What follows belongs to an exercise in optimizing a design on an open flow for small area; a production flow would make more cautious choices. In this exercise RTL edits were held to simulation tests only and were not proved equivalent to the original. Power is estimated from default activity; no workload was simulated.

[flow/run.sh]
#!/bin/bash
# synth_recipe.tcl (not shown) runs the flow's synth.tcl, then flattens the netlist and writes it again
# the make line also repeats each setting of config.mk as NAME=value (left out here)
make -C /OpenROAD-flow-scripts/flow DESIGN_CONFIG=/design/flow/config.mk WORK_HOME=/design/flow/orfs CLKGATE_MAP_FILE= SYNTH_SCRIPT=/design/flow/synth_recipe.tcl finish
[flow/config.mk]
export PLATFORM = sky130hd
export DESIGN_NAME = hk_filter_chain
export DESIGN_NICKNAME = hk_filter_chain
export VERILOG_FILES = /design/flow/design.v
export SDC_FILE = /design/flow/constraint.sdc
export NUM_CORES = 4
export LEC_CHECK = 0
export CAP_MARGIN = 0
export CORE_MARGIN = 2
export CORE_UTILIZATION = 40
export CTS_BUF_LIST = sky130_fd_sc_hd__clkbuf_16
export CTS_CLUSTER_DIAMETER = 120
export CTS_CLUSTER_SIZE = 24
export SLEW_MARGIN = 0
[flow/constraint.sdc]
create_clock -name core_clock -period 18.0 [get_ports {clk}]
set_input_delay 3.6000 -clock core_clock [delete_from_list [all_inputs] [get_ports {clk}]]
set_output_delay 3.6000 -clock core_clock [all_outputs]
set_load 0.01 [all_outputs]
[flow/design.v]
module hk_rca #(parameter W = 8) (
    input  wire [W-1:0] a,
    input  wire [W-1:0] b,
    input  wire         ci,
    output wire [W-1:0] s,
    output wire         co
);
    wire [W:0] c;
    assign c[0] = ci;
    genvar i;
    generate
        for (i = 0; i < W; i = i + 1) begin : g
            assign s[i]   = a[i] ^ b[i] ^ c[i];
            assign c[i+1] = (a[i] & b[i]) | (c[i] & (a[i] ^ b[i]));
        end
    endgenerate
    assign co = c[W];
endmodule
module hk_inc1 #(parameter W = 8) (
    input  wire [W-1:0] a,
    input  wire [W-1:0] b,
    input  wire         ci,
    output wire [W-1:0] s,
    output wire         co
);
    wire [W:0] c;
    assign c[0] = ci;
    genvar i;
    generate
        for (i = 0; i < W; i = i + 1) begin : g
            wire t = b[i] | c[i];
            assign s[i]   = a[i] ^ t;
            assign c[i+1] = a[i] & t;
        end
    endgenerate
    assign co = c[W];
endmodule
module hk_filter_chain (
    input  wire        clk,
    input  wire        rst,           
    input  wire        run,           
    input  wire        sync,          
    input  wire [1:0]  cfg_order,     
    input  wire [2:0]  cfg_dec,       
    input  wire [9:0]  cfg_avg_m,     
    input  wire        cfg_lin_en,
    input  wire        mod_bit,
    input  wire        lin_we,
    input  wire [5:0]  lin_addr,
    input  wire [31:0] lin_wdata,
    output wire        word_valid,
    output wire [2:0]  word_seq,
    output wire        word_settling,
    output wire [23:0] word_code,
    output wire [31:0] word_val
);
    reg        run_q;
    reg [1:0]  order_r;
    reg [2:0]  dec_r;
    reg [9:0]  avg_m_r;
    reg        lin_en_r;
    wire       first   = run & ~run_q;           
    wire       do_sync = run & run_q & sync;     
    wire       dec_rst = first | do_sync;
    always @(posedge clk) begin
        run_q <= ~rst & run;
        if (first) begin
            order_r  <= cfg_order;
            dec_r    <= cfg_dec;
            avg_m_r  <= cfg_avg_m;
            lin_en_r <= cfg_lin_en;
        end
    end
    wire [2:0] n_ord = {1'b0, order_r} + 3'd1;
    reg  [5:0] sh;
    always @(*) begin
        case (order_r)
            2'd0:    sh = 6'd40 - {3'd0, dec_r};
            2'd1:    sh = 6'd36 - {2'd0, dec_r, 1'b0};
            2'd2:    sh = 6'd32 - ({3'd0, dec_r} + {2'd0, dec_r, 1'b0});
            default: sh = 6'd28 - {1'd0, dec_r, 2'b0};
        endcase
    end
    wire [43:0] onehot = 44'd1 << sh;
    reg         x_d;                        
    reg  [21:0] i1l, i1h, i2l, i2h, i3l, i3h, i4l, i4h;
    reg         c1, c2, c3, c4;             
    wire [21:0] i1l_n, i1h_n, i2l_n, i2h_n, i3l_n, i3h_n, i4l_n, i4h_n;
    wire        c1_n, c2_n, c3_n, c4_n;
    hk_inc1 #(22) u_i1l (.a(i1l), .b(mod_bit ? onehot[21:0]  : 22'd0), .ci(1'b0), .s(i1l_n), .co(c1_n));
    hk_inc1 #(22) u_i1h (.a(i1h), .b(x_d     ? onehot[43:22] : 22'd0), .ci(c1),   .s(i1h_n), .co());
    hk_rca  #(22) u_i2l (.a(i2l), .b(i1l), .ci(1'b0), .s(i2l_n), .co(c2_n));
    hk_rca  #(22) u_i2h (.a(i2h), .b(i1h), .ci(c2),   .s(i2h_n), .co());
    hk_rca  #(22) u_i3l (.a(i3l), .b(i2l), .ci(1'b0), .s(i3l_n), .co(c3_n));
    hk_rca  #(22) u_i3h (.a(i3h), .b(i2h), .ci(c3),   .s(i3h_n), .co());
    hk_rca  #(22) u_i4l (.a(i4l), .b(i3l), .ci(1'b0), .s(i4l_n), .co(c4_n));
    hk_rca  #(22) u_i4h (.a(i4h), .b(i3h), .ci(c4),   .s(i4h_n), .co());
    always @(posedge clk) begin
        x_d <= mod_bit;
        i1l <= i1l_n;  i1h <= i1h_n;  c1 <= c1_n;
        i2l <= i2l_n;  i2h <= i2h_n;  c2 <= c2_n;
        i3l <= i3l_n;  i3h <= i3h_n;  c3 <= c3_n;
        i4l <= i4l_n;  i4h <= i4h_n;  c4 <= c4_n;
    end
    reg  [10:0] dcnt;
    wire [10:0] dmask   = ~(11'h7ff << ({1'b0, dec_r} + 4'd4));
    wire        dec_evt = run & ~dec_rst & ((dcnt | ~dmask) == 11'h7ff);
    reg  [2:0]  jcnt;           
    reg         rst_mode;       
    reg  [9:0]  mcnt;           
    reg  [2:0]  seq_cnt;
    wire        in_settle = (jcnt < n_ord);
    wire        a_drop    = in_settle & ~rst_mode;
    wire        a_last    = (mcnt == avg_m_r);
    wire        a_start   = (mcnt == 10'd0);
    always @(posedge clk) begin
        dcnt <= dec_rst ? 11'd1 : dcnt + 11'd1;
        if (dec_rst) begin
            jcnt     <= 3'd0;
            rst_mode <= do_sync;
            mcnt     <= 10'd0;
            seq_cnt  <= 3'd0;
        end else if (dec_evt) begin
            if (jcnt != 3'd4)
                jcnt <= jcnt + 3'd1;
            if (!a_drop) begin
                mcnt <= a_last ? 10'd0 : mcnt + 10'd1;
                if (a_last)
                    seq_cnt <= seq_cnt + 3'd1;
            end
        end
    end
    reg        p_drop, p_start, p_last, p_set, p_sat, p_lin;
    reg [1:0]  p_n;
    reg [2:0]  p_seq;
    reg [9:0]  dm;              
    always @(posedge clk) begin
        if (dec_evt) begin
            p_drop  <= a_drop;
            p_start <= a_start;
            p_last  <= a_last;
            p_set   <= in_settle & rst_mode;
            p_sat   <= mod_bit;
            p_n     <= order_r;
            p_seq   <= seq_cnt;
            p_lin   <= lin_en_r;
        end
        if (dec_evt & ~a_drop & a_last)
            dm <= avg_m_r;
    end
    reg ev1, ev2, ev3, ev4, pr1, pr2, pr3, pr4, cons;
    wire ld = (p_n == 2'd0) ? ev1 : (p_n == 2'd1) ? ev2 : (p_n == 2'd2) ? ev3 : ev4;
    wire proc = pr1 | pr2 | pr3 | pr4;
    always @(posedge clk) begin
        if (rst) begin
            ev1 <= 1'b0; ev2 <= 1'b0; ev3 <= 1'b0; ev4 <= 1'b0;
            pr1 <= 1'b0; pr2 <= 1'b0; pr3 <= 1'b0; pr4 <= 1'b0;
            cons <= 1'b0;
        end else begin
            ev1 <= dec_evt; ev2 <= ev1; ev3 <= ev2; ev4 <= ev3;
            pr1 <= ld; pr2 <= pr1; pr3 <= pr2; pr4 <= pr3;
            cons <= pr4;
        end
    end
    reg  [21:0] lo_sel, hi_sel;
    always @(*) begin
        case (p_n)
            2'd0:    begin lo_sel = i1l; hi_sel = i1h; end
            2'd1:    begin lo_sel = i2l; hi_sel = i2h; end
            2'd2:    begin lo_sel = i3l; hi_sel = i3h; end
            default: begin lo_sel = i4l; hi_sel = i4h; end
        endcase
    end
    reg  [43:0] X;
    reg  [43:0] cr1, cr2, cr3, cr4;      
    reg         cy1, cy2, cy3, cy4;      
    wire [10:0] d1, d2, d3, d4;
    wire        o1, o2, o3, o4;
    hk_rca #(11) u_c1 (.a(X[10:0]), .b(~cr1[10:0]), .ci(pr1 | cy1), .s(d1), .co(o1));
    hk_rca #(11) u_c2 (.a(d1),      .b(~cr2[10:0]), .ci(pr1 | cy2), .s(d2), .co(o2));
    hk_rca #(11) u_c3 (.a(d2),      .b(~cr3[10:0]), .ci(pr1 | cy3), .s(d3), .co(o3));
    hk_rca #(11) u_c4 (.a(d3),      .b(~cr4[10:0]), .ci(pr1 | cy4), .s(d4), .co(o4));
    wire [10:0] cN = (p_n == 2'd0) ? d1 : (p_n == 2'd1) ? d2 : (p_n == 2'd2) ? d3 : d4;
    always @(posedge clk) begin
        X[43:33] <= cN;
        X[32:22] <= pr1 ? hi_sel[21:11] : X[43:33];
        X[21:11] <= ld ? lo_sel[21:11] : (pr1 ? hi_sel[10:0] : X[32:22]);
        X[10:0]  <= ld ? lo_sel[10:0] : X[21:11];
        cr1 <= {proc ? X[10:0] : cr1[10:0], cr1[43:11]};
        cr2 <= {proc ? d1      : cr2[10:0], cr2[43:11]};
        cr3 <= {proc ? d2      : cr3[10:0], cr3[43:11]};
        cr4 <= {proc ? d3      : cr4[10:0], cr4[43:11]};
        cy1 <= o1; cy2 <= o2; cy3 <= o3; cy4 <= o4;
    end
    wire [23:0] q_c    = X[43:20];
    wire        up_c   = X[19] & ((|X[18:0]) | X[20]);
    wire        sat_z  = ~(|X) & p_sat;           
    wire [23:0] addend = sat_z ? 24'hffffff : q_c;
    wire        acin   = up_c & ~(&q_c);
    reg  [33:0] S;
    reg         s_set;
    wire [9:0]  hm = {1'b0, avg_m_r[9:1]} + {9'd0, avg_m_r[0]};    
    wire [33:0] base = p_start ? (p_last ? 34'd0 : {24'd0, hm}) : S;
    wire [23:0] sn_lo;
    wire        sn_co;
    wire [9:0]  sn_hi;
    hk_rca  #(24) u_av  (.a(base[23:0]), .b(addend), .ci(acin), .s(sn_lo), .co(sn_co));
    hk_inc1 #(10) u_avh (.a(base[33:24]), .b(10'd0), .ci(sn_co), .s(sn_hi), .co());
    wire [33:0] s_new = {sn_hi, sn_lo};
    wire        set_new = (~p_start & s_set) | p_set;
    always @(posedge clk) begin
        if (cons & ~p_drop) begin
            S     <= s_new;
            s_set <= set_new;
        end
    end
    wire load_div = cons & ~p_drop & p_last;
    localparam ST_IDLE = 3'd0, ST_DIV = 3'd1, ST_WAIT = 3'd2, ST_DC = 3'd3,
               ST_BOOTH = 3'd4, ST_OUT = 3'd5, ST_PAUSE = 3'd6;
    reg  [2:0]  st;
    reg  [3:0]  cnt;
    reg  [9:0]  R;
    reg  [23:0] Q;
    reg         l_set, l_lin;
    reg  [2:0]  l_seq;
    wire [10:0] ra = {R, Q[23]};
    wire [10:0] sa, sb;
    wire        ge_a, ge_b;
    hk_rca #(11) u_da (.a(ra), .b({1'b1, ~dm}), .ci(1'b0), .s(sa), .co(ge_a));
    wire [9:0]  ra2 = ge_a ? sa[9:0] : ra[9:0];
    wire [10:0] rb = {ra2, Q[22]};
    hk_rca #(11) u_db (.a(rb), .b({1'b1, ~dm}), .ci(1'b0), .s(sb), .co(ge_b));
    wire [9:0]  rb2 = ge_b ? sb[9:0] : rb[9:0];
    wire        q0  = ge_b & ~((cnt == 4'd11) & dm[0] & ~(|rb2));
    reg  [5:0]    r, r1;
    reg  [1055:0] ring;
    wire [6:0]    dw    = {1'b0, lin_addr} - {1'b0, r} - 7'd1;
    wire [5:0]    wpos  = dw[6] ? (dw[5:0] + 6'd33) : dw[5:0];
    wire [6:0]    dwb   = {1'b0, lin_addr} - {1'b0, r1};
    wire [5:0]    wposb = dwb[6] ? (dwb[5:0] + 6'd33) : dwb[5:0];
    wire          wen   = lin_we & (lin_addr <= 6'd32);
    reg  [32:0]   wsel, wseln;
    integer p;
    always @(*) begin
        for (p = 0; p < 33; p = p + 1) begin
            wsel[p]  = wen & (wpos == p);
            wseln[p] = ~(wen & (wposb == p));
        end
    end
    always @(posedge clk) begin
        r  <= (r >= 6'd32) ? 6'd0 : r + 6'd1;
        r1 <= (r >= 6'd31) ? r - 6'd31 : r + 6'd2;
        for (p = 0; p < 33; p = p + 1) begin
            if (p == 32)
                ring[p*32 +: 32] <= ~((~ring[31:0] | {32{wsel[p]}}) &
                                      (~lin_wdata | {32{wseln[p]}}));
            else if (p % 2 == 1)
                ring[p*32 +: 32] <= ~((ring[(p+1)*32 +: 32] | {32{wsel[p]}}) &
                                      (lin_wdata | {32{wseln[p]}}));
            else
                ring[p*32 +: 32] <= ~((ring[(p+1)*32 +: 32] | {32{wsel[p]}}) &
                                      (~lin_wdata | {32{wseln[p]}}));
        end
    end
    wire [4:0]  kk   = Q[23:19];
    wire [6:0]  dp   = {2'b0, kk} - {1'b0, r};
    wire [5:0]  pos  = dp[6] ? (dp[5:0] + 6'd33) : dp[5:0];
    wire        hit  = (st == ST_WAIT) & (pos[1:0] == 2'b00);
    reg  [3:0]  tsel;
    wire [3:0]  tix  = (st == ST_DC) ? tsel : pos[5:2];
    reg  [31:0] tapv;
    always @(*) begin
        case (tix)
            4'd0:    tapv = ring[0*128 +: 32];
            4'd1:    tapv = ring[1*128 +: 32];
            4'd2:    tapv = ring[2*128 +: 32];
            4'd3:    tapv = ring[3*128 +: 32];
            4'd4:    tapv = ring[4*128 +: 32];
            4'd5:    tapv = ring[5*128 +: 32];
            4'd6:    tapv = ring[6*128 +: 32];
            4'd7:    tapv = ring[7*128 +: 32];
            default: tapv = ring[8*128 +: 32];
        endcase
    end
    reg  [31:0] YL;
    reg  [32:0] Dr;
    reg  [31:0] A;
    reg  [1:0]  lb;
    reg         stk;
    reg  [2:0]  dg;
    wire [32:0] dsub;
    hk_rca #(33) u_ds (.a({tapv[31], tapv}), .b(~{YL[31], YL}), .ci(1'b1), .s(dsub), .co());
    wire [20:0] fe = {1'b0, Q[18:0], 1'b0};
    reg  [2:0]  dnext;
    always @(*) begin
        case (cnt)
            4'd0:    dnext = fe[2:0];
            4'd1:    dnext = fe[4:2];
            4'd2:    dnext = fe[6:4];
            4'd3:    dnext = fe[8:6];
            4'd4:    dnext = fe[10:8];
            4'd5:    dnext = fe[12:10];
            4'd6:    dnext = fe[14:12];
            4'd7:    dnext = fe[16:14];
            4'd8:    dnext = fe[18:16];
            default: dnext = fe[20:18];
        endcase
    end
    wire        b_one = dg[1] ^ dg[0];
    wire        b_two = (dg[2] ^ dg[1]) & ~(dg[1] ^ dg[0]);
    wire        b_neg = dg[2];
    wire [33:0] b_mag = b_one ? {Dr[32], Dr} : (b_two ? {Dr, 1'b0} : 34'd0);
    wire [33:0] bsum;
    hk_rca #(34) u_bo (.a({A[31], A[31], A}), .b(b_neg ? ~b_mag : b_mag), .ci(b_neg),
                       .s(bsum), .co());
    wire [31:0] q19 = {A[30:0], lb[1]};
    wire        up_l = lb[0] & (stk | lb[1]);
    wire [31:0] ylin;
    hk_rca #(32) u_fin (.a(YL), .b(q19), .ci(up_l), .s(ylin), .co());
    always @(posedge clk) begin
        if (rst) begin
            st <= ST_IDLE;
        end else if (load_div) begin
            st <= (dm == 10'd0) ? ST_WAIT : ST_DIV;
        end else begin
            case (st)
                ST_DIV:   if (cnt == 4'd11) st <= ST_WAIT;
                ST_WAIT:  if (hit) st <= ST_DC;
                ST_DC:    st <= (cnt == 4'd0) ? ST_BOOTH : ST_PAUSE;
                ST_PAUSE: if (cnt == 4'd0) st <= ST_BOOTH;
                ST_BOOTH: if (cnt == 4'd10) st <= ST_OUT;
                ST_OUT:   st <= ST_IDLE;
                default:  st <= ST_IDLE;
            endcase
        end
        if (load_div) begin
            R     <= s_new[33:24];
            Q     <= s_new[23:0];
            l_set <= set_new;
            l_seq <= p_seq;
            l_lin <= p_lin;
        end else if (st == ST_DIV) begin
            R <= rb2;
            Q <= {Q[21:0], ge_a, q0};
        end
        if (load_div)
            cnt <= (dm == 10'd0) ? 4'd12 : 4'd0;
        else
            cnt <= cnt + 4'd1;
        tsel <= pos[5:2];
        if (hit)
            YL <= tapv;
        if (st == ST_DC)
            Dr <= dsub;
        if (st == ST_BOOTH) begin
            A   <= bsum[33:2];
            lb  <= bsum[1:0];
            stk <= stk | lb[1] | lb[0];
        end else begin
            A   <= 32'd0;
            lb  <= 2'd0;
            stk <= 1'b0;
        end
        dg <= dnext;
    end
    wire [23:0] code = Q ^ 24'h800000;
    assign word_valid    = (st == ST_OUT);
    assign word_seq      = l_seq;
    assign word_settling = l_set;
    assign word_code     = l_set ? 24'd0 : code;
    assign word_val      = l_set ? 32'd0 :
                           l_lin ? ylin : {{8{code[23]}}, code};
endmodule
==> out/metrics.sh, run 1 <==
OUTCOME='timing/DRC/antenna clean'
SYNTH-WARNING-COUNT=1
LAYOUT-DRIVE-GT1-SHARE_PCT=7.806
CTS_MADE_BUFFERS=83
CPMOSTUSEDCELL='sky130_fd_sc_hd__fa_1'
FINAL_NET_COUNT=5864
TOP_LEVEL_PORTS=121
SETUP_REPAIR_AFTER_GLOBAL_ROUTING_MISSED_ITS_MARGIN='false'
FIRST_GLOBAL_VIAS=43340
GRT_PASS1_WL_UM=287500
GRT_USE_TOTAL_PCT=22.75
POWER.STATIC_LEAKAGE_nW=26.85
HOLD_PATH_CLASS='reg2reg'
DRTPASS1ITERATIONS=7
WORST_SKEW_LATE_LATENCY_PS=750
TNS_PS=0
DR_TOTAL_VIAS=44020
CP.REQUIRED_PS=18490
DRC_VIOLATION_TOTAL_AFTER_THE_FIRST_TRITONROUTE_ITERATION=4547
CLKSINKCOUNT=1736
FP.DIEH_UM=408.8
NUM_ROWS=148
WORST_PATH_LARGEST_CELL_DELAY_PS=510
ROUTE.DETAILED.WL_PER_INST_UM=25.52
CTS_TREE='done'
CRITICAL-PATH-TOP-DELAY-FAMILY='adder cells'
WORST_SLEW_PIN_SLEW_PS=1360
CRITICAL_PATH_BUF_INV_COUNT=5
CLOCK_PATH_BUFFERS=3
AREA_DELTA_SYNTH_FINAL_PCT=8.642
GRT.OVERFLOW.TOTAL=0
YS_FF_LATCH=1736
DETAIL-ROUTE-ANTENNA-NETS=0
PLACE.DETAILED.INSTANCES=7469
CTS-HTREE-LEVELS=3
SETUP_SLACK_PS=817.0
MAXSLEWHEADROOM_PCT=9.205
CLOCK_TREE.ROOT_CELL='sky130_fd_sc_hd__clkbuf_16'
SYNTH_ENABLE_FLOP_CELLS=177
DP_WORST_SETUP_SLACK_PS=458.1
FINAL_PERIOD_MINUS_WORST_SETUP_SLACK_PS=17180
CORE_AREA_UM2=162800
ANTENNA_FOUND_INITIAL=15
SYNTH_SEQUENTIAL_AREA_RATIO_PCT=55.71
WORST_SETUP_HOLD_PATH_CLK_SLEW_PS=100
REPORT.FINAL.HOLD_VIOL_COUNT=0
SYN-NUM-NETS=5993
YS_TYPES=85
SYN_AVG_CELL_AREA_UM2=11.89
CELL_AREA_SYNTH_UM2=65560
DRC=0
FINAL_WORST_PATH_CYCLE_SHARE_PCT=95.46
GRT_MAX_DEGREE=70
VIA_PER_INST=5.805
CRIT_ARRIVAL_PS=17670
SYNTH-MAIN-FF-CELL='sky130_fd_sc_hd__dfxtp_1'
DIE_W_UM=408.8
FMAX_MHz=58.20
CRITICAL_PATH_PEAK_FANOUT=26
MASTER_OF_THE_SLOWEST_INSTANCE_ON_THE_CRITICAL_PATH='sky130_fd_sc_hd__fa_1'
CAP_VIOL_MAX_COUNT=0
PORT_BUFFERS=120
SYNTH-ASYNC-RESET-RATIO_PCT=0
FINAL-INSTANCE-COUNT-EXCL-FILL=7583
GLOBALPLACE.CONGESTION=0.8758
WORST_CLOCK_SKEW_PS=56.61
OVERALL_ROUTED_NET_LENGTH_UM=193500
CTSHOLDBUFFERS=0
DIE_AREA_UM2=167200
VDD_DROP_MAX_V=0.00008926
TIMING.SETUP.CRITICAL_PATH_CLASS='reg2reg'
EFFECTIVE_UTILIZATION_AT_FLOORPLAN_PCT=40.28
CP-START-KIND='register'
SYN_INST=5512
CELLPOWERDENSITY_nW_PER_UM2=135.7
FINAL-SETUP-VIOL-COUNT=0
DETAILED_PLACE_HPWL_UM=127300
FINAL_MAX_SLEW_VIOL_COUNT=0
REPORT.POWER.TOTAL_W=0.009664
TIMING.CRITICAL_PATH.TO_TYPE='register'
N_FILL_CELL=15110
## Yosys cell counts, types with 7 or more instances
| library cell | instances | area [um2] |
|---|---|---|
| sky130_fd_sc_hd__xnor2_1 | 45 | 394.1 |
| sky130_fd_sc_hd__nor2_1 | 260 | 975.9 |
| sky130_fd_sc_hd__nor3_1 | 41 | 205.2 |
| sky130_fd_sc_hd__a211oi_1 | 14 | 105.1 |
| sky130_fd_sc_hd__a221oi_1 | 20 | 175.2 |
| sky130_fd_sc_hd__o21ai_0 | 122 | 610.6 |
| sky130_fd_sc_hd__o221ai_1 | 7 | 61.31 |
| sky130_fd_sc_hd__edfxtp_1 | 177 | 5315 |
| sky130_fd_sc_hd__inv_1 | 290 | 1089 |
| sky130_fd_sc_hd__o2111ai_1 | 8 | 70.07 |
| sky130_fd_sc_hd__fa_1 | 309 | 6186 |
| sky130_fd_sc_hd__dfxtp_1 | 1559 | 31210 |
| sky130_fd_sc_hd__buf_1 | 48 | 180.2 |
| sky130_fd_sc_hd__mux4_2 | 49 | 1104 |
| sky130_fd_sc_hd__nand3_1 | 38 | 190.2 |
| sky130_fd_sc_hd__nand2_1 | 164 | 615.6 |
| sky130_fd_sc_hd__nor4_1 | 21 | 131.4 |
| sky130_fd_sc_hd__clkbuf_1 | 248 | 930.9 |
| sky130_fd_sc_hd__nand4_1 | 17 | 106.4 |
| sky130_fd_sc_hd__o22a_1 | 18 | 157.7 |
| sky130_fd_sc_hd__and2_1 | 7 | 43.79 |
| sky130_fd_sc_hd__mux2i_1 | 72 | 720.7 |
| sky130_fd_sc_hd__xor2_1 | 28 | 245.2 |
| sky130_fd_sc_hd__nand2b_1 | 13 | 81.33 |
| sky130_fd_sc_hd__a22oi_1 | 78 | 585.6 |
| sky130_fd_sc_hd__a22o_1 | 53 | 464.2 |
| sky130_fd_sc_hd__mux2_2 | 35 | 394.1 |
| sky130_fd_sc_hd__ha_1 | 112 | 1401 |
| sky130_fd_sc_hd__and3_1 | 28 | 175.2 |
| sky130_fd_sc_hd__a222oi_1 | 18 | 180.2 |
| sky130_fd_sc_hd__o22ai_1 | 548 | 3428 |
| sky130_fd_sc_hd__a21o_1 | 39 | 292.8 |
| sky130_fd_sc_hd__o2bb2ai_1 | 512 | 4484 |
| sky130_fd_sc_hd__o211ai_1 | 8 | 60.06 |
| sky130_fd_sc_hd__nor2b_1 | 54 | 337.8 |
| sky130_fd_sc_hd__nor3_2 | 25 | 250.2 |
| sky130_fd_sc_hd__a31oi_1 | 26 | 162.7 |
| sky130_fd_sc_hd__buf_2 | 171 | 855.8 |
| sky130_fd_sc_hd__o21bai_1 | 9 | 67.56 |
| sky130_fd_sc_hd__a21oi_1 | 118 | 590.6 |
## state kept, by name, summed over array words and instances (netlist names), 33 cells and up
name and flops:
ring 1056, cr3 44, Dr 33, X 44
cr1 44, cr4 44, S 34, cr2 44
## cell families after synthesis
kind of cell | count (synthesis) | synth area share [%]
adders and majority gates | 421 | 11.57
xor gates and xnor gates | 79 | 1.143
DFF | 1736 | 55.71
AOI/OAI and AO/OA | 1651 | 18.28
and+or+nand+nor | 707 | 5.199
buffers and inverters | 761 | 4.689
muxes | 157 | 3.405
## repair_timing
action / CTS / global route
resized for setup: 0 / 4
buffers inserted: 0 / 3
setup endpoints to repair: 0 / 2
## worst reg2reg max path: cells and delay by family (launching register included)
family	cells	cell delay (ps)
DFF	1	390
and+or+nand+nor	2	120
muxes	1	90
buffers and inverters	5	560
adders and majority gates	35	14440
AOI/OAI and AO/OA	6	1330
## power by group
part / switching, W / internal (W)
sequential: 0.000564 / 0.00480
combinational: 0.00120 / 0.000989
clock: 0.00125 / 0.000866
## per-layer routing
metal  share of wire [%]  wire [um]  up-vias  track usage [%]
met1                  43      82450    22300            30.51
met3                 7.5      14550      386            4.761
li1                    -          -    19630                -
met4                 4.1       8028       22            8.843
met2                  46      88330     1688            35.99
met5               0.071        138        -                0
## area by class of cell
cell class	count	area, um2	share of cell area, %
Clock buffer	83	2077	2.916
Clock inverter	25	242.7	0.3408
Tap cell	2175	2721	3.821
Sequential cell	1736	36530	51.28
Timing Repair Buffer	254	2232	3.134
Antenna cell	2	5.005	0.007027
Multi-Input combinational cell	3015	26320	36.96
Inverter	293	1100	1.544
## metrics by stage
stage,instance area (um2),hold slack (ps),utilization [%]
2_1_floorplan,65560,309.6,-
3_3_place_gp,68840,309.7,42.29
3_5_place_dp,68840,312.1,42.29
4_1_cts,71160,285.8,43.72
5_1_grt,71220,305.9,43.76
6_report,71230,289.1,43.76
## cell usage in the layout (no fill, tap or decap), types with 9 or more instances in the layout
master,netlist,routed
sky130_fd_sc_hd__dfxtp_1,1559,1558
sky130_fd_sc_hd__o22ai_1,548,548
sky130_fd_sc_hd__o2bb2ai_1,512,512
sky130_fd_sc_hd__fa_1,309,308
sky130_fd_sc_hd__inv_1,290,303
sky130_fd_sc_hd__nor2_1,260,256
sky130_fd_sc_hd__edfxtp_1,177,177
sky130_fd_sc_hd__nand2_1,164,152
sky130_fd_sc_hd__buf_4,1,131
sky130_fd_sc_hd__o21ai_0,122,121
sky130_fd_sc_hd__clkdlybuf4s50_1,0,120
sky130_fd_sc_hd__a21oi_1,118,117
sky130_fd_sc_hd__ha_1,112,112
sky130_fd_sc_hd__clkbuf_16,0,84
sky130_fd_sc_hd__a22oi_1,78,78
sky130_fd_sc_hd__mux2i_1,72,72
sky130_fd_sc_hd__a22o_1,53,53
sky130_fd_sc_hd__nor2b_1,54,50
sky130_fd_sc_hd__mux4_2,49,49
sky130_fd_sc_hd__xnor2_1,45,45
sky130_fd_sc_hd__a21o_1,39,39
sky130_fd_sc_hd__nand3_1,38,38
sky130_fd_sc_hd__mux2_2,35,35
sky130_fd_sc_hd__xor2_1,28,28
sky130_fd_sc_hd__and3_1,28,28
sky130_fd_sc_hd__nor3_1,41,26
sky130_fd_sc_hd__a31oi_1,26,25
sky130_fd_sc_hd__nor3_4,0,23
sky130_fd_sc_hd__a221oi_1,20,20
sky130_fd_sc_hd__nor4_1,21,18
sky130_fd_sc_hd__o22a_1,18,18
sky130_fd_sc_hd__a222oi_1,18,18
sky130_fd_sc_hd__nand4_1,17,17
sky130_fd_sc_hd__nor3_2,25,17
sky130_fd_sc_hd__nand2b_1,13,13
sky130_fd_sc_hd__a211oi_1,14,13
sky130_fd_sc_hd__nand2_2,0,12
sky130_fd_sc_hd__nor2_2,6,10
sky130_fd_sc_hd__o21bai_1,9,9
## path summary, 6_finish.rpt
kind                start  endpoint  slack, ps  cells past startpoint
hold / removal    cr3[22]   cr3[11]        290                      0
hold reg to reg   cr3[22]   cr3[11]        290                      0
setup / recovery    Q[19]    Dr[31]        820                     49
setup reg to reg    Q[19]    Dr[31]        820                     49
==> run 2, diff against run 1 <==
--- a/flow/design.v
+++ b/flow/design.v
@@ -82,19 +82,27 @@
         endcase
     end
     wire [43:0] onehot = 44'd1 << sh;
+    reg  [1:0]  p_n;
     reg         x_d;                        
     reg  [21:0] i1l, i1h, i2l, i2h, i3l, i3h, i4l, i4h;
     reg         c1, c2, c3, c4;             
+    wire        en1 = (p_n == 2'd3);
+    wire        en2 = (p_n == 2'd2);
+    wire        en3 = (p_n == 2'd1);
+    wire        en4 = (p_n == 2'd0);
+    wire [21:0] inj_l = mod_bit ? onehot[21:0]  : 22'd0;
+    wire [21:0] inj_h = x_d     ? onehot[43:22] : 22'd0;
+    wire        dump_l, dump_h;
     wire [21:0] i1l_n, i1h_n, i2l_n, i2h_n, i3l_n, i3h_n, i4l_n, i4h_n;
     wire        c1_n, c2_n, c3_n, c4_n;
-    hk_inc1 #(22) u_i1l (.a(i1l), .b(mod_bit ? onehot[21:0]  : 22'd0), .ci(1'b0), .s(i1l_n), .co(c1_n));
-    hk_inc1 #(22) u_i1h (.a(i1h), .b(x_d     ? onehot[43:22] : 22'd0), .ci(c1),   .s(i1h_n), .co());
-    hk_rca  #(22) u_i2l (.a(i2l), .b(i1l), .ci(1'b0), .s(i2l_n), .co(c2_n));
-    hk_rca  #(22) u_i2h (.a(i2h), .b(i1h), .ci(c2),   .s(i2h_n), .co());
-    hk_rca  #(22) u_i3l (.a(i3l), .b(i2l), .ci(1'b0), .s(i3l_n), .co(c3_n));
-    hk_rca  #(22) u_i3h (.a(i3h), .b(i2h), .ci(c3),   .s(i3h_n), .co());
-    hk_rca  #(22) u_i4l (.a(i4l), .b(i3l), .ci(1'b0), .s(i4l_n), .co(c4_n));
-    hk_rca  #(22) u_i4h (.a(i4h), .b(i3h), .ci(c4),   .s(i4h_n), .co());
+    hk_inc1 #(22) u_i1l (.a(i1l), .b(en1 ? inj_l : 22'd0), .ci(1'b0), .s(i1l_n), .co(c1_n));
+    hk_inc1 #(22) u_i1h (.a(i1h), .b(en1 ? inj_h : 22'd0), .ci(c1),   .s(i1h_n), .co());
+    hk_rca  #(22) u_i2l (.a(i2l), .b(en2 ? inj_l : i1l), .ci(1'b0), .s(i2l_n), .co(c2_n));
+    hk_rca  #(22) u_i2h (.a(i2h), .b(en2 ? inj_h : i1h), .ci(c2),   .s(i2h_n), .co());
+    hk_rca  #(22) u_i3l (.a(i3l), .b(en3 ? inj_l : i2l), .ci(1'b0), .s(i3l_n), .co(c3_n));
+    hk_rca  #(22) u_i3h (.a(i3h), .b(en3 ? inj_h : i2h), .ci(c3),   .s(i3h_n), .co());
+    hk_rca  #(22) u_i4l (.a(dump_l ? 22'd0 : i4l), .b(en4 ? inj_l : i3l), .ci(1'b0), .s(i4l_n), .co(c4_n));
+    hk_rca  #(22) u_i4h (.a(dump_h ? 22'd0 : i4h), .b(en4 ? inj_h : i3h), .ci(c4),   .s(i4h_n), .co());
     always @(posedge clk) begin
         x_d <= mod_bit;
         i1l <= i1l_n;  i1h <= i1h_n;  c1 <= c1_n;
@@ -131,7 +139,6 @@
         end
     end
     reg        p_drop, p_start, p_last, p_set, p_sat, p_lin;
-    reg [1:0]  p_n;
     reg [2:0]  p_seq;
     reg [9:0]  dm;              
     always @(posedge clk) begin
@@ -162,35 +169,26 @@
             cons <= pr4;
         end
     end
-    reg  [21:0] lo_sel, hi_sel;
-    always @(*) begin
-        case (p_n)
-            2'd0:    begin lo_sel = i1l; hi_sel = i1h; end
-            2'd1:    begin lo_sel = i2l; hi_sel = i2h; end
-            2'd2:    begin lo_sel = i3l; hi_sel = i3h; end
-            default: begin lo_sel = i4l; hi_sel = i4h; end
-        endcase
-    end
+    assign dump_l = ld;
+    assign dump_h = pr1;
     reg  [43:0] X;
-    reg  [43:0] cr1, cr2, cr3, cr4;      
-    reg         cy1, cy2, cy3, cy4;      
-    wire [10:0] d1, d2, d3, d4;
-    wire        o1, o2, o3, o4;
-    hk_rca #(11) u_c1 (.a(X[10:0]), .b(~cr1[10:0]), .ci(pr1 | cy1), .s(d1), .co(o1));
-    hk_rca #(11) u_c2 (.a(d1),      .b(~cr2[10:0]), .ci(pr1 | cy2), .s(d2), .co(o2));
+    reg  [43:0] cr2, cr3, cr4;           
+    reg         cy2, cy3, cy4;           
+    wire [10:0] d2, d3, d4;
+    wire        o2, o3, o4;
+    hk_rca #(11) u_c2 (.a(X[10:0]), .b(~cr2[10:0]), .ci(pr1 | cy2), .s(d2), .co(o2));
     hk_rca #(11) u_c3 (.a(d2),      .b(~cr3[10:0]), .ci(pr1 | cy3), .s(d3), .co(o3));
     hk_rca #(11) u_c4 (.a(d3),      .b(~cr4[10:0]), .ci(pr1 | cy4), .s(d4), .co(o4));
-    wire [10:0] cN = (p_n == 2'd0) ? d1 : (p_n == 2'd1) ? d2 : (p_n == 2'd2) ? d3 : d4;
+    wire [10:0] cN = (p_n == 2'd0) ? X[10:0] : (p_n == 2'd1) ? d2 : (p_n == 2'd2) ? d3 : d4;
     always @(posedge clk) begin
         X[43:33] <= cN;
-        X[32:22] <= pr1 ? hi_sel[21:11] : X[43:33];
-        X[21:11] <= ld ? lo_sel[21:11] : (pr1 ? hi_sel[10:0] : X[32:22]);
-        X[10:0]  <= ld ? lo_sel[10:0] : X[21:11];
-        cr1 <= {proc ? X[10:0] : cr1[10:0], cr1[43:11]};
-        cr2 <= {proc ? d1      : cr2[10:0], cr2[43:11]};
+        X[32:22] <= pr1 ? i4h[21:11] : X[43:33];
+        X[21:11] <= ld ? i4l[21:11] : (pr1 ? i4h[10:0] : X[32:22]);
+        X[10:0]  <= ld ? i4l[10:0] : X[21:11];
+        cr2 <= {proc ? X[10:0] : cr2[10:0], cr2[43:11]};
         cr3 <= {proc ? d2      : cr3[10:0], cr3[43:11]};
         cr4 <= {proc ? d3      : cr4[10:0], cr4[43:11]};
-        cy1 <= o1; cy2 <= o2; cy3 <= o3; cy4 <= o4;
+        cy2 <= o2; cy3 <= o3; cy4 <= o4;
     end
     wire [23:0] q_c    = X[43:20];
     wire        up_c   = X[19] & ((|X[18:0]) | X[20]);
@@ -232,34 +230,21 @@
     hk_rca #(11) u_db (.a(rb), .b({1'b1, ~dm}), .ci(1'b0), .s(sb), .co(ge_b));
     wire [9:0]  rb2 = ge_b ? sb[9:0] : rb[9:0];
     wire        q0  = ge_b & ~((cnt == 4'd11) & dm[0] & ~(|rb2));
-    reg  [5:0]    r, r1;
+    reg  [5:0]    r;
     reg  [1055:0] ring;
-    wire [6:0]    dw    = {1'b0, lin_addr} - {1'b0, r} - 7'd1;
-    wire [5:0]    wpos  = dw[6] ? (dw[5:0] + 6'd33) : dw[5:0];
-    wire [6:0]    dwb   = {1'b0, lin_addr} - {1'b0, r1};
-    wire [5:0]    wposb = dwb[6] ? (dwb[5:0] + 6'd33) : dwb[5:0];
-    wire          wen   = lin_we & (lin_addr <= 6'd32);
-    reg  [32:0]   wsel, wseln;
+    wire [6:0]    dw   = {1'b0, lin_addr} - {1'b0, r} - 7'd1;
+    wire [5:0]    wpos = dw[6] ? (dw[5:0] + 6'd33) : dw[5:0];
+    wire          wen  = lin_we & (lin_addr <= 6'd32);
     integer p;
-    always @(*) begin
-        for (p = 0; p < 33; p = p + 1) begin
-            wsel[p]  = wen & (wpos == p);
-            wseln[p] = ~(wen & (wposb == p));
-        end
-    end
     always @(posedge clk) begin
-        r  <= (r >= 6'd32) ? 6'd0 : r + 6'd1;
-        r1 <= (r >= 6'd31) ? r - 6'd31 : r + 6'd2;
+        r <= (r >= 6'd32) ? 6'd0 : r + 6'd1;
         for (p = 0; p < 33; p = p + 1) begin
-            if (p == 32)
-                ring[p*32 +: 32] <= ~((~ring[31:0] | {32{wsel[p]}}) &
-                                      (~lin_wdata | {32{wseln[p]}}));
-            else if (p % 2 == 1)
-                ring[p*32 +: 32] <= ~((ring[(p+1)*32 +: 32] | {32{wsel[p]}}) &
-                                      (lin_wdata | {32{wseln[p]}}));
+            if (wen && (wpos == p))
+                ring[p*32 +: 32] <= (p % 2 == 1) ? ~lin_wdata : lin_wdata;
+            else if (p == 32)
+                ring[p*32 +: 32] <= ring[31:0];
             else
-                ring[p*32 +: 32] <= ~((ring[(p+1)*32 +: 32] | {32{wsel[p]}}) &
-                                      (~lin_wdata | {32{wseln[p]}}));
+                ring[p*32 +: 32] <= ~ring[(p+1)*32 +: 32];
         end
     end
     wire [4:0]  kk   = Q[23:19];
==> flow/config.mk (replaced) <==
export PLATFORM = sky130hd
export DESIGN_NAME = hk_filter_chain
export DESIGN_NICKNAME = hk_filter_chain
export VERILOG_FILES = /design/flow/design.v
export SDC_FILE = /design/flow/constraint.sdc
export NUM_CORES = 4
export LEC_CHECK = 0
export CAP_MARGIN = 20
export CORE_MARGIN = 2
export CORE_UTILIZATION = 40
export CTS_BUF_LIST = sky130_fd_sc_hd__clkbuf_16
export CTS_CLUSTER_DIAMETER = 45
export CTS_CLUSTER_SIZE = 25
export SLEW_MARGIN = 20
==> run 2 against run 1 <==
Compared with the run above: critical path type unchanged; highest routed layer unchanged; worst hold slack got worse by 25 ps; still clean; critical path depth fell by 5; via count fell by 3.6%; worst setup slack got worse by 100 ps; largest power group unchanged.
==> out/metrics.sh, run 2 <==
YS_TYPES=71  # -16%
WORST_CLOCK_SKEW_PS=90.18  # +33.57 ps
GRT_PASS1_WL_UM=272300  # -5.3%
CP-START-KIND='register'
DETAILED_PLACE_HPWL_UM=114500  # -10%
GLOBALPLACE.CONGESTION=0.8450  # -3.5%
SETUP_REPAIR_AFTER_GLOBAL_ROUTING_MISSED_ITS_MARGIN='false'
HIGHEST_COUNT_CELLS_IN_THE_LAYOUT_IGNORING_FILL_AND_TAPS='sky130_fd_sc_hd__dfxtp_1, sky130_fd_sc_hd__mux2i_1, sky130_fd_sc_hd__inv_1, sky130_fd_sc_hd__fa_1, sky130_fd_sc_hd__nand2_1'
YOSYSTOPAREACELLSHARE_PCT=44.94  # -2.7 points
DIE_AREA_UM2=171200  # +2.4%
TIMING.CRITICAL_PATH.TO='Dr[31]'
POST-SYNTH-TOP-COUNT-CELL='sky130_fd_sc_hd__dfxtp_1'
REPORT.FINAL.HOLD_VIOL_COUNT=0  # unchanged
DRTPASS1ITERATIONS=7  # unchanged
FINAL-INSTANCE-COUNT-EXCL-FILL=8115  # +7.0%
DRC=0  # unchanged
CTS_MADE_BUFFERS=176  # +110%
GRT.OVERFLOW.TOTAL=0  # unchanged
SETUP_SLACK_PS=714.0  # -103.0 ps
CELL_AREA_SYNTH_UM2=67180  # +2.5%
RR_WORST_DEPTH=44  # -10%
REPORT.POWER.TOTAL_W=0.01122  # +16%
N_FILL_CELL=15250  # +0.90%
CAP_VIOL_MAX_COUNT=0  # unchanged
TIMING.CRITICAL_PATH.TO_TYPE='register'
GRT_USE_TOTAL_PCT=21.18  # -1.6 points
CLOCK_PATH_BUFFERS=3  # unchanged
GRT_MAX_DEGREE=70  # unchanged
EFFECTIVE_UTILIZATION_AT_FLOORPLAN_PCT=40.22  # -0.059 points
TOP_CELLS_BY_AREA_IN_THE_SYNTHESIZED_NETLIST='sky130_fd_sc_hd__dfxtp_1, sky130_fd_sc_hd__mux2i_1, sky130_fd_sc_hd__fa_1'
ANTENNA_FOUND_INITIAL=19  # +4
CTS-HTREE-LEVELS=4  # +1
WORST_PATH_LARGEST_CELL_DELAY_PS=610  # +100 ps
CELLPOWERDENSITY_nW_PER_UM2=145.8  # +7.5%
AREA_DELTA_SYNTH_FINAL_PCT=14.53
FINAL_NET_COUNT=6214  # +6.0%
SYNTH_AREA_LEADER_CELL='sky130_fd_sc_hd__dfxtp_1'
REGISTERS.TOP_BY_FF_COUNT='ring'
HOLD_SLACK_PS=264.5  # -24.65 ps
NETLIST_TOP_CELLS_COUNT='sky130_fd_sc_hd__dfxtp_1, sky130_fd_sc_hd__mux2i_1, sky130_fd_sc_hd__inv_1'
FINAL_COMMON_CELL='sky130_fd_sc_hd__dfxtp_1'
CPMOSTUSEDCELL='sky130_fd_sc_hd__fa_1'
LAYOUT-DRIVE-GT1-SHARE_PCT=9.076  # +1.3 points
SYNTH-MAIN-FF-CELL='sky130_fd_sc_hd__dfxtp_1'
SYN_AVG_CELL_AREA_UM2=11.65  # -2.0%
PLACE.DETAILED.INSTANCES=7777  # +4.1%
DR_TOTAL_VIAS=42440  # -3.6%
MASTER_OF_THE_SLOWEST_INSTANCE_ON_THE_CRITICAL_PATH='sky130_fd_sc_hd__or4_1'
DRC_VIOLATION_TOTAL_AFTER_THE_FIRST_TRITONROUTE_ITERATION=3271  # -28%
CRITICAL_PATH_PEAK_FANOUT=14  # -46%
WORST_SETUP_HOLD_PATH_CLK_SLEW_PS=80  # -20 ps
DIE_W_UM=413.8  # +1.2%
SYNTH-WARNING-COUNT=1  # unchanged
YS_FF_LATCH=1685  # -2.9%
SYN_INST=5766  # +4.6%
MAXSLEWHEADROOM_PCT=21.61  # +12 points
OUTCOME='timing/DRC/antenna clean'
ROUTE.DETAILED.WL_PER_INST_UM=22.47  # -12%
FINAL_PERIOD_MINUS_WORST_SETUP_SLACK_PS=17290  # +103.0 ps
FINAL_MAX_SLEW_VIOL_COUNT=0  # unchanged
OVERALL_ROUTED_NET_LENGTH_UM=182300  # -5.8%
CRITICAL-PATH-TOP-DELAY-FAMILY='adder cells'
SETUP.WORST_PATH.START='r[1]'
AREA.SEQUENTIAL_UM2=35510  # -2.8%
DETAIL-ROUTE-ANTENNA-NETS=0  # unchanged
TIMING.CRITICAL_PATH.DEPTH=44  # -10%
SYNTH-ASYNC-RESET-RATIO_PCT=0  # unchanged
HOLD_PATH_CLASS='reg2reg'
CLKSINKCOUNT=1685  # -2.9%
FINAL_WORST_PATH_CYCLE_SHARE_PCT=96.03  # +0.57 points
WORSTREG2REGEND='Dr[31]'
SYNTH_SEQUENTIAL_AREA_RATIO_PCT=52.85  # -2.9 points
NUM_ROWS=150  # +1.4%
TNS_PS=0  # unchanged
CRITICAL_PATH_BUF_INV_COUNT=3  # -2
SYNTH_ENABLE_FLOP_CELLS=177  # unchanged
POWER.STATIC_LEAKAGE_nW=37.43  # +39%
TIMING.SETUP.CRITICAL_PATH_CLASS='reg2reg'
FP.DIEH_UM=413.8  # +1.2%
CLOCK_TREE.ROOT_CELL='sky130_fd_sc_hd__clkbuf_16'
TOP_LEVEL_PORTS=121  # unchanged
CRIT_ARRIVAL_PS=17870  # +200 ps
CTS_TREE='done'
FIRST_GLOBAL_VIAS=41710  # -3.8%
FMAX_MHz=57.85  # -0.60%
DP_WORST_SETUP_SLACK_PS=390.8  # -67.32 ps
VDD_DROP_MAX_V=0.0001001  # +12%
RR_STARTPOINT='r[1]'
MULTI_INPUT_AREA_UM2=28740  # +9.2%
VIA_PER_INST=5.229  # -9.9%
CORE_AREA_UM2=167000  # +2.6%
PORT_BUFFERS=120  # unchanged
CP.REQUIRED_PS=18590  # +100 ps
CTSHOLDBUFFERS=0  # unchanged
FINAL-SETUP-VIOL-COUNT=0  # unchanged
WORST_SKEW_LATE_LATENCY_PS=860  # +110 ps
RRSETUPSLACK_PS=710  # -100 ps
MAX_REG_FLOPS=1056  # unchanged
WORST_SLEW_PIN_SLEW_PS=1176  # -184.6 ps
SYN-NUM-NETS=6228  # +3.9%
==> run 2: changes by cell type after synthesis, sizes merged, moves of 42 or more <==
cell,previous run,this run
nand2,164,281
buf,220,126
mux2i,73,1078
a21oi,124,217
inv,293,466
nand4,17,59
o2bb2ai,512,0
dfxtp,1559,1508
o22ai,548,45
a22o,53,7
==> run 2: power breakdown <==
part | switching, W | internal (W)
combinational | 0.00128 | 0.00101
clock | 0.00175 | 0.00215
sequential | 0.000395 | 0.00463
==> run 2: worst min path at each step <==
stage	start	endpoint	slack (ps)	cells past startpoint
after floorplan	cr2[11]	cr2[0]	310	0
after global placement	cr4[21]	cr4[10]	310	0
after detailed placement	cr2[31]	cr2[20]	310	0
after CTS	cr2[27]	cr2[16]	270	0
after global routing	cr2[27]	cr2[16]	280	0
final	cr2[27]	cr2[16]	260	0
==> run 2: layout make-up <==
cell class / count / area share (%)
flip-flops and latches: 1685 / 46.15
clock inverters: 153 / 2.475
repair buffers: 198 / 2.322
inverters: 468 / 2.283
multi-input cells: 3223 / 37.35
well taps: 2204 / 3.584
clock buffers: 179 / 5.822
diodes: 5 / 0.01626
==> run 2: layer usage <==
metal	track usage (%)	wire length (um)
met1	30.82	86420
met2	32.98	82210
met3	3.194	9869
met4	5.104	3815
met5	0	32
==> run 2: logic make-up after synthesis <==
kind of cell | Yosys count | share of synthesized area (%)
xor gates and xnor gates | 65 | 0.8474
AOI/OAI and AO/OA | 669 | 6.500
buffers and inverters | 858 | 4.984
DFF | 1685 | 52.85
and+or+nand+nor | 930 | 6.459
adders and majority gates | 402 | 10.81
muxes | 1157 | 17.55
==> run 2: what timing repair did <==
item / in CTS / in global routing
buffers inserted: 0 / 1
resized for setup: 0 / 5
endpoints found under the setup margin: 0 / 2
==> run 2: metrics by stage <==
stage | cell area [um2] | utilization, %
finish | 76940 | 46.06
global placement | 70510 | 42.21
global route | 76930 | 46.06
detailed placement | 70510 | 42.21
CTS | 76900 | 46.04
floorplan | 67180 | -
==> run 2: worst register-to-register path: cells and delay by family, from the launching register on <==
family / cells / cell delay [ps]
buf+inv: 3 / 420
xor+xnor: 1 / 180
fa+ha+maj: 33 / 13960
simple gates: 3 / 840
flops: 1 / 470
compound gates: 4 / 1170
==> run 3, diff against run 2 <==
--- a/flow/config.mk
+++ b/flow/config.mk
@@ -8,7 +8,4 @@
 export CAP_MARGIN = 20
 export CORE_MARGIN = 2
 export CORE_UTILIZATION = 40
-export CTS_BUF_LIST = sky130_fd_sc_hd__clkbuf_16
-export CTS_CLUSTER_DIAMETER = 45
-export CTS_CLUSTER_SIZE = 25
 export SLEW_MARGIN = 20
==> run 3 against run 2 <==
Compared with the run above: power fell by 2.6%; still clean on timing, DRC and antenna; largest cell class unchanged; flip-flop and latch count unchanged; worst setup slack got worse by 57 ps.
==> out/metrics.sh, run 3 <==
OUTCOME='timing/DRC/antenna clean'
MASTER_OF_THE_SLOWEST_INSTANCE_ON_THE_CRITICAL_PATH='sky130_fd_sc_hd__or4_1'
SYN-NUM-NETS=6228  # unchanged
VIA_PER_INST=5.232  # about the same
LAYOUT-DRIVE-GT1-SHARE_PCT=8.510  # -0.57 points
CELLPOWERDENSITY_nW_PER_UM2=143.1  # -1.9%
FINAL_WORST_PATH_CYCLE_SHARE_PCT=96.35  # +0.32 points
CELL_AREA_SYNTH_UM2=67180  # unchanged
MAXSLEWHEADROOM_PCT=22.11  # +0.50 points
HOLDPATHSTAGES=0  # unchanged
REPORT.POWER.TOTAL_W=0.01093  # -2.6%
CTS-HTREE-LEVELS=4  # unchanged
PWR-SHARE-COMB_PCT=21.0  # +0.6 points
TOP_LEVEL_PORTS=121  # unchanged
TIMING.SETUP.CRITICAL_PATH_CLASS='reg2reg'
MAX_REG_FLOPS=1056  # unchanged
SYN_AVG_CELL_AREA_UM2=11.65  # unchanged
WORST_SLEW_PIN_SLEW_PS=1168  # -7.512 ps
FINAL_UTIL_PCT=45.70  # -0.36 points
HOLD-PATH-ENDPOINT='cr2[12]'
DETAIL-ROUTE-ANTENNA-NETS=0  # unchanged
SYNTH_AREA_LEADER_CELL='sky130_fd_sc_hd__dfxtp_1'
DR_TOTAL_VIAS=42340  # -0.22%
SYNTH-WARNING-COUNT=1  # unchanged
NUM_ROWS=150  # unchanged
CTSHOLDBUFFERS=0  # unchanged
DRC=0  # unchanged
WORST_PATH_LARGEST_CELL_DELAY_PS=600  # about the same
SYN_INST=5766  # unchanged
WORSTREG2REGEND='Dr[31]'
WORST_SKEW_LATE_LATENCY_PS=830  # -30 ps
WORST_SETUP_HOLD_PATH_CLK_SLEW_PS=60  # -20 ps
PORT_BUFFERS=120  # unchanged
WORST_CLOCK_SKEW_PS=64.21  # -25.98 ps
HOLD_PATH.STARTPOINT='cr2[23]'
TIMING.CRITICAL_PATH.TO_TYPE='register'
CRIT_ARRIVAL_PS=17890  # +20 ps
CLKSINKCOUNT=1685  # unchanged
CP.REQUIRED_PS=18550  # -40 ps
GRT_PASS1_WL_UM=271800  # -0.19%
CORE_AREA_UM2=167000  # unchanged
YS_FF_LATCH=1685  # unchanged
EFFECTIVE_UTILIZATION_AT_FLOORPLAN_PCT=40.22  # unchanged
YOSYSTOPAREACELLSHARE_PCT=44.94  # unchanged
SYNTH_ENABLE_FLOP_CELLS=177  # unchanged
CTS_MADE_BUFFERS=171  # -2.8%
GRT.OVERFLOW.TOTAL=0  # unchanged
SYNTH-MAIN-FF-CELL='sky130_fd_sc_hd__dfxtp_1'
HIGHEST_COUNT_CELLS_IN_THE_LAYOUT_IGNORING_FILL_AND_TAPS='sky130_fd_sc_hd__dfxtp_1, sky130_fd_sc_hd__mux2i_1, sky130_fd_sc_hd__inv_1, sky130_fd_sc_hd__fa_1, sky130_fd_sc_hd__nand2_1'
POST-SYNTH-TOP-COUNT-CELL='sky130_fd_sc_hd__dfxtp_1'
FP.DIEH_UM=413.8  # unchanged
AREA_DELTA_SYNTH_FINAL_PCT=13.63
HOLD_PATH_CLASS='reg2reg'
CPMOSTUSEDCELL='sky130_fd_sc_hd__fa_1'
FINAL_NET_COUNT=6209  # -0.080%
RRSETUPSLACK_PS=660  # -60 ps
POWER.STATIC_LEAKAGE_nW=37.16  # -0.72%
REGISTERS.TOP_BY_FF_COUNT='ring'
REPORT.FINAL.HOLD_VIOL_COUNT=0  # unchanged
FINAL-INSTANCE-COUNT-EXCL-FILL=8093  # -0.27%
DETAILED_PLACE_HPWL_UM=114500  # unchanged
CTS_TREE='done'
HOLD_SLACK_PS=279.3  # +14.87 ps
GRT_MAX_DEGREE=70  # unchanged
SYNTH-ASYNC-RESET-RATIO_PCT=0  # unchanged
RR_STARTPOINT='r[1]'
DRC_VIOLATION_TOTAL_AFTER_THE_FIRST_TRITONROUTE_ITERATION=3288  # +0.52%
SYNTH_SEQUENTIAL_AREA_RATIO_PCT=52.85  # unchanged
CAP_VIOL_MAX_COUNT=0  # unchanged
FINAL-SETUP-VIOL-COUNT=0  # unchanged
CRITICAL_PATH_PEAK_FANOUT=14  # unchanged
CLOCK_POWER_SHARE_PCT=33.0  # -1.8 points
FINAL_MAX_SLEW_VIOL_COUNT=0  # unchanged
N_FILL_CELL=15310  # +0.44%
OVERALL_ROUTED_NET_LENGTH_UM=182400  # about the same
CP-START-KIND='register'
VDD_DROP_MAX_V=0.00009540  # -4.7%
FIRST_GLOBAL_VIAS=41660  # -0.10%
CLOCK_TREE.ROOT_CELL='sky130_fd_sc_hd__clkbuf_16'
FINAL_COMMON_CELL='sky130_fd_sc_hd__dfxtp_1'
RR_WORST_DEPTH=44  # unchanged
NETLIST_TOP_CELLS_COUNT='sky130_fd_sc_hd__dfxtp_1, sky130_fd_sc_hd__mux2i_1, sky130_fd_sc_hd__inv_1'
DIE_AREA_UM2=171200  # unchanged
CELLINTERNALPOWER_W=0.007704  # -1.1%
DIE_W_UM=413.8  # unchanged
YS_TYPES=71  # unchanged
TOP_CELLS_BY_AREA_IN_THE_SYNTHESIZED_NETLIST='sky130_fd_sc_hd__dfxtp_1, sky130_fd_sc_hd__mux2i_1, sky130_fd_sc_hd__fa_1'
FMAX_MHz=57.66  # -0.33%
GRT_USE_TOTAL_PCT=21.15  # -0.029 points
GLOBALPLACE.CONGESTION=0.8450  # unchanged
NET-SWITCHING-POWER_W=0.003221  # -6.1%
SWSHARE_PCT=29.49  # -1.1 points
P_SEQ_SHARE_PCT=46.0  # +1.2 points
ANTENNA_FOUND_INITIAL=19  # unchanged
DRTPASS1ITERATIONS=8  # +1
FINAL_PERIOD_MINUS_WORST_SETUP_SLACK_PS=17340  # +57.20 ps
ROUTE.DETAILED.WL_PER_INST_UM=22.53  # +0.28%
CLOCK_PATH_BUFFERS=3  # unchanged
PLACE.DETAILED.INSTANCES=7777  # unchanged
run 3: logic make-up (layout without fill, tap and decap cells):
group                    after synthesis  count (layout)  synth area share [%]
multiplexers                        1157            1157                 17.55
XOR/XNOR                              65              65                0.8474
AND/OR/NAND/NOR                      930             930                 6.459
adder cells (fa/ha/maj)              402             402                 10.81
flip-flops                          1685            1685                 52.85
buffers and inverters                858             979                 4.984
AO/OA/AOI/OAI                        669             669                 6.500
other                                  0               2                     0
run 3: worst max path at each step:
stage / startpoint / endpoint / slack, ps / cells after the start
after floorplan: Q[19] / Dr[31] / 1400 / 49
after global placement: Q[19] / Dr[31] / 600 / 45
after detailed placement: Q[19] / Dr[31] / 390 / 45
after CTS: Q[19] / Dr[31] / 280 / 45
after global routing: r[1] / Dr[31] / -2 / 44
final: r[1] / Dr[31] / 660 / 44
run 3: what timing repair did:
item                       in CTS  in global routing
setup endpoints to repair       0                  2
resized for setup               0                  6
buffers inserted                0                  1
hold endpoints to repair        0                  0
run 3: power by group through the flow:
| stage | clock (W) | sequential, W | combinational (W) |
|---|---|---|---|
| after floorplan | 0 | 0.00494 | 0.00174 |
| after global placement | 0 | 0.00509 | 0.00221 |
| after detailed placement | 0 | 0.00510 | 0.00231 |
| after CTS | 0.00367 | 0.00503 | 0.00233 |
| after global routing | 0.00382 | 0.00510 | 0.00267 |
| final | 0.00361 | 0.00503 | 0.00229 |
run 3: final cells by class:
type                            count  area, um2  area share [%]
Antenna cell                        2      5.005        0.006556
Clock buffer                      256       5084           6.660
Clock inverter                     57      701.9          0.9195
Inverter                          468       1757           2.301
Multi-Input combinational cell   3223      28740           37.65
Sequential cell                  1685      35510           46.51
Tap cell                         2204       2758           3.613
Timing Repair Buffer              198       1787           2.341
run 3: critical path, delay by kind of cell, from the launching register on:
family	cells	cell delay, ps
adder cells (fa/ha/maj)	33	13980
buffers and inverters	3	420
AO/OA/AOI/OAI	4	1160
XOR/XNOR	1	170
flip-flops	1	470
AND/OR/NAND/NOR	3	830
run 3: metal layers:
metal / GRT usage [%] / vias to the layer above / routed length, um
met1: 30.96 / 21300 / 86720
li1: - / 19640 / -
met5: 0 / - / 33
met3: 3.110 / 246 / 9720
met4: 4.979 / 6 / 3570
met2: 32.83 / 1153 / 82310
run 3: per-stage QoR:
stage | area (um2) | TNS, ps | setup slack, ps
floorplan | 67180 | 0 | 1396
global placement | 70510 | 0 | 599.0
detailed placement | 70510 | 0 | 390.8
CTS | 76300 | 0 | 280.1
global route | 76340 | -1.949 | -1.949
finish | 76340 | 0 | 656.8

-- separate check: timing with driven ports --
The results above use ideal ports. As a check the final layouts listed here were re-extracted and re-timed, cells and wires unchanged.
Step 1: set_driving_cell puts a clkbuf_16 on clk and a buf_2 on each other input, an assumption about the parent block.
Step 2 also shifts input and output timing later by t, the mid clock arrival at the registers, as if the neighbouring blocks saw the same clock.
a / b / c = ideal / step 1 / step 2; a / b = the first two.
| run | t, ns | setup slack, ns | hold slack, ns | cell pins on the clock port's net |
|---|---|---|---|---|
| run 1 | 0.804 | 0.817 / 0.817 / 0.817 | 0.289 / 0.289 / 0.289 | 1 |
| run 2 | 0.901 | 0.714 / 0.714 / 0.714 | 0.264 / 0.264 / 0.264 | 1 |
| run 3 | 0.881 | 0.657 / 0.657 / 0.657 | 0.279 / 0.279 / 0.279 | 1 |
After both steps setup and hold are still met in every run listed.
